This design comes from an exercise in tuning for small area, a short achievable clock period and few clock cycles per item on the open sky130 flow, not from production work.
Function was checked by simulation only, so behaviour that the tests miss may differ from the original.
Power and IR drop assume default switching activity.

Setup of run A:
Design rs72_dec, start of the top module:
module rs72_dec (
    input             clk,
    input             rst,
    input             in_valid,
    output            in_ready,
    input      [63:0] in_data,
    output            out_valid,
    output     [63:0] out_data,
    output            out_last,
    output            out_corrected,
    output            out_uncorrectable,
    output     [1:0]  out_nerr
);
    localparam integer L = 14;
    function automatic [7:0] gf_xt(input [7:0] a);
        gf_xt = {a[6:0], 1'b0} ^ (a[7] ? 8'h1D : 8'h00);
    endfunction
    function automatic [7:0] gf_mulc(input [7:0] a, input integer e);
        integer i;
        reg [7:0] x;
        begin
            x = a;
            for (i = 0; i < e; i = i + 1) x = gf_xt(x);
            gf_mulc = x;
        end
    endfunction
    localparam [63:0]   TCOLS  = 64'h1648c13221402b01;
    localparam [63:0]   TICOLS = 64'h2504095744994e01;
    localparam [63:0]   QCOLS  = 64'h0094a67814080a06;
    localparam [63:0]   SQCOLS = 64'hc832491f0c030401;
    localparam [7:0]    TRMASK = 8'h80;
    localparam [3:0]    LAM    = 4'hf;
    localparam [63:0]   INV16  = 64'h834a5c2f67bde910;
    localparam [255:0]  MEM    = 256'h0e08880100e2002640048e320020071954a58812e00401b740071e4a05480436;
    localparam [63:0]   A8COLS = 64'hd5fbec76e378a452;
    localparam [63:0]   LANE   = 64'h31af8875048a3084;
    function automatic [3:0] m4(input [3:0] p, input [3:0] q);
        integer i;
        reg [3:0] r, x;
        begin
            r = 4'd0;
            x = p;
            for (i = 0; i < 4; i = i + 1) begin
                if (q[i]) r = r ^ x;
                x = {x[2:0], 1'b0} ^ (x[3] ? 4'h3 : 4'h0);
            end
            m4 = r;
        end
    endfunction
    function automatic [7:0] cmul(input [7:0] a, input [7:0] b);
  ...
For scale: ~5100 cells after synthesis, about 1300 flip-flops, about 140 I/O pins, ~54000 µm² of cells after synthesis.
==> flow/config.mk <==
export PLATFORM = sky130hd
export DESIGN_NAME = rs72_dec
export DESIGN_NICKNAME = rs72_dec
export VERILOG_FILES = /design/flow/design.v
export SDC_FILE = /design/flow/constraint.sdc
export NUM_CORES = 4
export LEC_CHECK = 0
export CAP_MARGIN = 20
export CORE_MARGIN = 2
export CORE_UTILIZATION = 40
export CTS_CLUSTER_DIAMETER = 80
export CTS_CLUSTER_SIZE = 24
export PLACE_DENSITY = 0.6
export SLEW_MARGIN = 20
==> flow/constraint.sdc <==
create_clock -name core_clock -period 32.0 [get_ports {clk}]
set_input_delay 6.4000 -clock core_clock [delete_from_list [all_inputs] [get_ports {clk}]]
set_output_delay 6.4000 -clock core_clock [all_outputs]
set_load 0.01 [all_outputs]
standard.sh (not shown) runs the stock make flow with config.mk's settings and CLKGATE_MAP_FILE= SYNTH_SCRIPT=/design/flow/synth_recipe.tcl, a recipe that flattens the netlist after the stock synthesis.
==> flow/flow/run.sh <==
#!/bin/bash
set -euo pipefail
export BUFFER_PORTS_ARGS="-buffer_cell sky130_fd_sc_hd__buf_2"
bash standard.sh finish > flow_standard.log 2>&1
Testbench counts of run A, summed over its fixed seeds: cycles 14,512, units 1,600.
## Diff of input files: run B against run A
-- flow/design.v --
<<< run A, line 470
    reg [7:0] p_den, p_num, p_s2n;
    reg       p_dz, p_zero;
    reg [7:0] q_sg1, q_sg2, q_isg1;
    reg       q_dz, q_zero;
    reg [7:0] r_sg1, r_sg2, r_t, r_u;
    reg       r_dz, r_zero, r_ok123;
    reg [7:0] ma [0:6];
>>> run B, line 470
    reg [7:0] p_den, p_num, p_s2n;
    reg       p_dz, p_zero;
    reg [7:0] k_sg1, k_sg2;   
    reg [7:0] q_isg1;
    reg       q_dz, q_zero;
    reg [7:0] r_t, r_u;
    reg       r_dz, r_zero, r_ok123;
    reg [7:0] ma [0:6];
<<< run A, line 499
        end
        if (ev3) begin
            ma[0] = q_sg2;  mb[0] = csq(q_isg1);
            ma[1] = h_s[1]; mb[1] = q_isg1;
            ma[3] = q_sg1;  mb[3] = h_s[3];
            ma[4] = q_sg1;  mb[4] = h_s[4];
            ma[5] = q_dz ? q_sg1 : q_sg2; mb[5] = h_s[2];
            ma[6] = q_sg2;  mb[6] = h_s[3];
        end
        if (ev4) begin
            ma[0] = r_sg1;  mb[0] = y;
            ma[2] = h_s[0]; mb[2] = y;
            ma[3] = r_sg1;  mb[3] = h_s[5];
            ma[4] = r_sg1;  mb[4] = h_s[6];
            ma[5] = r_sg2;  mb[5] = h_s[4];
            ma[6] = r_sg2;  mb[6] = h_s[5];
        end
        for (i = 0; i < 7; i = i + 1) mp[i] = cmul(ma[i], mb[i]);
>>> run B, line 500
        end
        if (ev3) begin
            ma[0] = k_sg2;  mb[0] = csq(q_isg1);
            ma[1] = h_s[1]; mb[1] = q_isg1;
            ma[3] = k_sg1;  mb[3] = h_s[3];
            ma[4] = k_sg1;  mb[4] = h_s[4];
            ma[5] = q_dz ? k_sg1 : k_sg2; mb[5] = h_s[2];
            ma[6] = k_sg2;  mb[6] = h_s[3];
        end
        if (ev4) begin
            ma[0] = k_sg1;  mb[0] = y;
            ma[2] = h_s[0]; mb[2] = y;
            ma[3] = k_sg1;  mb[3] = h_s[5];
            ma[4] = k_sg1;  mb[4] = h_s[6];
            ma[5] = k_sg2;  mb[5] = h_s[4];
            ma[6] = k_sg2;  mb[6] = h_s[5];
        end
        for (i = 0; i < 7; i = i + 1) mp[i] = cmul(ma[i], mb[i]);
<<< run A, line 533
        p_dz   <= c_dz;
        p_zero <= c_zero;
        q_sg1  <= mp[0];
        q_sg2  <= p_dz ? 8'd0 : mp[1];
        q_isg1 <= mp[2];
        q_dz   <= p_dz;
        q_zero <= p_zero;
        r_sg1  <= q_sg1;
        r_sg2  <= q_sg2;
        r_t    <= mp[0];
        r_u    <= mp[1];
>>> run B, line 534
        p_dz   <= c_dz;
        p_zero <= c_zero;
        if (ev2) begin
            k_sg1 <= mp[0];
            k_sg2 <= p_dz ? 8'd0 : mp[1];
        end
        q_isg1 <= mp[2];
        q_dz   <= p_dz;
        q_zero <= p_zero;
        r_t    <= mp[0];
        r_u    <= mp[1];
<<< run A, line 549
    end
    reg [7:0] x1;
    always @* x1 = r_dz ? r_sg1 : mp[0];
    reg       f_chk, f_dz, f_zero, f_two;
    reg [7:0] f_x1, f_x2, f_s0, f_u, f_s0y;
>>> run B, line 550
    end
    reg [7:0] x1;
    always @* x1 = r_dz ? k_sg1 : mp[0];
    reg       f_chk, f_dz, f_zero, f_two;
    reg [7:0] f_x1, f_x2, f_s0, f_u, f_s0y;
<<< run A, line 563
            f_dz   <= r_dz;
            f_zero <= r_zero;
            f_two  <= (r_sg1 != 8'd0) && (r_sg2 != 8'd0) && !(^(r_t & TRMASK));
            f_x1   <= x1;
            f_x2   <= x1 ^ r_sg1;
            f_s0   <= h_s[0];
            f_u    <= r_u;
>>> run B, line 564
            f_dz   <= r_dz;
            f_zero <= r_zero;
            f_two  <= (k_sg1 != 8'd0) && (k_sg2 != 8'd0) && !(^(r_t & TRMASK));
            f_x1   <= x1;
            f_x2   <= x1 ^ k_sg1;
            f_s0   <= h_s[0];
            f_u    <= r_u;
--- outcome ---
On run B: clock latency on the worst-skew pair is 0.03 ns lower than what run A gave.
Row number of clock sinks: run B lower / run A higher
Taking run A as the reference point, the non-clock buffer count of run B rises by 16.
In the tables for run B and run A, wire length on met2 reads lower with run A.
All of run B and run A finish clean.
Diff run A -> run B: met2 global-route usage increased 0.50 points, post-placement worst setup slack increased 0.064 ns, via count increased about 0.4%, total power increased about 4.5%.
Portion of total power attributed to combinational logic, run B and run A: smaller value in run A
Taking run A as the reference point, the worst endpoint data arrival time of run B rises by 0.03 ns.
Of run B and run A, run B shows the higher combinational power, with run A below it.
As of run B, sequential cell count had fallen slightly compared to run A.
Power dissipated by switching net loads: run B vs run A up 7.9%
The number of synthesized flops with an enable pin in run B is 1.09 times that in run A.
Testbench counts of run B, summed over its fixed seeds: cycles 14,512, units 1,600.

---

rs72_dec, a different RTL version from the one above (not shown whole).
Size: about 4900 cells after synthesis, ~1300 flip-flops, ~140 I/O pins.
clock: 32.0 ns
lec_check: 0
cap_margin: 20
core_margin: 2
core_utilization: 55
cts_cluster_diameter: 100
cts_cluster_size: 28
place_density: 0.7
slew_margin: 20
Scripts as last shown in full above: flow/flow/run.sh
Testbench counts at the start, summed over its fixed seeds: cycles 14,512, units 1,600.
Edit:
--- a/flow/design.v
+++ b/flow/design.v
@@ -505,43 +505,24 @@
     reg [7:0] y;
     always @* begin
         for (j = 0; j < 8; j = j + 1) s[j] = synv[8*j +: 8];
         iden = cinv(p_den);
         inum = cinv(p_num);
         y    = clin(r_t, QCOLS);
-        for (i = 0; i < 6; i = i + 1) begin
-            ma[i] = 8'd0;
-            mb[i] = 8'd0;
-        end
-        if (ev1) begin
-            ma[3] = s[0]; mb[3] = s[2];
-            ma[4] = s[1]; mb[4] = s[2];
-            ma[5] = s[0]; mb[5] = s[3];
-            ma[0] = s[1]; mb[0] = s[3];
-        end
-        if (ev2) begin
-            ma[0] = p_num; mb[0] = iden;
-            ma[1] = p_s2n; mb[1] = iden;
-            ma[2] = p_den; mb[2] = inum;
-        end
-        if (ev3) begin
-            ma[0] = k_sg2;  mb[0] = csq(q_isg1);
-            ma[1] = h_s[1]; mb[1] = q_isg1;
-            ma[3] = k_sg1;  mb[3] = h_s[3];
-            ma[4] = k_sg1;  mb[4] = h_s[4];
-            ma[5] = q_dz ? k_sg1 : k_sg2; mb[5] = h_s[2];
-            ma[2] = k_sg2;  mb[2] = h_s[3];
-        end
-        if (ev4) begin
-            ma[0] = k_sg1;  mb[0] = y;
-            ma[2] = h_s[0]; mb[2] = y;
-            ma[3] = k_sg1;  mb[3] = h_s[5];
-            ma[4] = k_sg1;  mb[4] = h_s[6];
-            ma[5] = k_sg2;  mb[5] = h_s[4];
-            ma[1] = k_sg2;  mb[1] = h_s[5];
-        end
+        ma[0] = ({8{ev1}} & s[1]) | ({8{ev2}} & p_num) | ({8{ev3}} & k_sg2) | ({8{ev4}} & k_sg1);
+        mb[0] = ({8{ev1}} & s[3]) | ({8{ev2}} & iden) | ({8{ev3}} & csq(q_isg1)) | ({8{ev4}} & y);
+        ma[1] = ({8{ev2}} & p_s2n) | ({8{ev3}} & h_s[1]) | ({8{ev4}} & k_sg2);
+        mb[1] = ({8{ev2}} & iden) | ({8{ev3}} & q_isg1) | ({8{ev4}} & h_s[5]);
+        ma[2] = ({8{ev2}} & p_den) | ({8{ev3}} & k_sg2) | ({8{ev4}} & h_s[0]);
+        mb[2] = ({8{ev2}} & inum) | ({8{ev3}} & h_s[3]) | ({8{ev4}} & y);
+        ma[3] = ({8{ev1}} & s[0]) | ({8{ev3 | ev4}} & k_sg1);
+        mb[3] = ({8{ev1}} & s[2]) | ({8{ev3}} & h_s[3]) | ({8{ev4}} & h_s[5]);
+        ma[4] = ({8{ev1}} & s[1]) | ({8{ev3 | ev4}} & k_sg1);
+        mb[4] = ({8{ev1}} & s[2]) | ({8{ev3}} & h_s[4]) | ({8{ev4}} & h_s[6]);
+        ma[5] = ({8{ev1}} & s[0]) | ({8{ev3 & q_dz}} & k_sg1) | ({8{(ev3 & ~q_dz) | ev4}} & k_sg2);
+        mb[5] = ({8{ev1}} & s[3]) | ({8{ev3}} & h_s[2]) | ({8{ev4}} & h_s[4]);
         for (i = 0; i < 6; i = i + 1) mp[i] = cmul(ma[i], mb[i]);
         det  = mp[3] ^ csq(s[1]);
         s1n  = mp[4] ^ mp[5];
         s2n  = mp[0] ^ csq(s[2]);
         c_dz = (det == 8'd0);
         den  = c_dz ? s[0] : det;
What happened: The new run finished with timing, DRC and antenna clean. Worst setup slack gains 35 ps. Synthesized area came out lower by 0.85%. Critical path depth stays the same. Cell area falls by 0.81%. Global-route usage shrinks by 1.1 points. Flip-flop and latch count is unchanged.
Testbench counts after the change, summed over its fixed seeds: cycles 14,512, units 1,600.

==> what the ideal ports hide <==
Ports are ideal in the flow. The routed layouts listed here were re-timed in OpenROAD. Step 1 (the two cells are an assumption about what drives the block):
set clk [get_ports {clk}]
set_driving_cell -lib_cell sky130_fd_sc_hd__clkbuf_16 $clk
set_driving_cell -lib_cell sky130_fd_sc_hd__buf_2 [delete_from_list [all_inputs] $clk]
Step 2 moves the port delays by t, midway between the first and last clock arrival at a register: inputs arrive t later, outputs are due t later. That takes back most of the time a late clock gives input paths. a / b / c = ideal ports / drivers / drivers and shift; a / b = the first two.
run | shift t [ns] | setup WS [ns] | worst setup path after step 2 | worst slew at a driven data input, ns
run A | 0.780 | 24.410 / 24.334 / 24.202 | input to register | 0.06
run B | 0.748 | 24.382 / 24.311 / 24.309 | input to register | 0.07
the first run of note 2 | 0.746 | 24.413 / 24.346 / 24.238 | input to register | 0.08
the second run of note 2 | 0.737 | 24.448 / 24.375 / 24.209 | input to register | 0.06
After both steps every run listed still meets setup and hold. For the second run of note 2, which loses most, drivers alone change the setup slack by -0.073 ns; drivers and shift together by -0.239 ns.
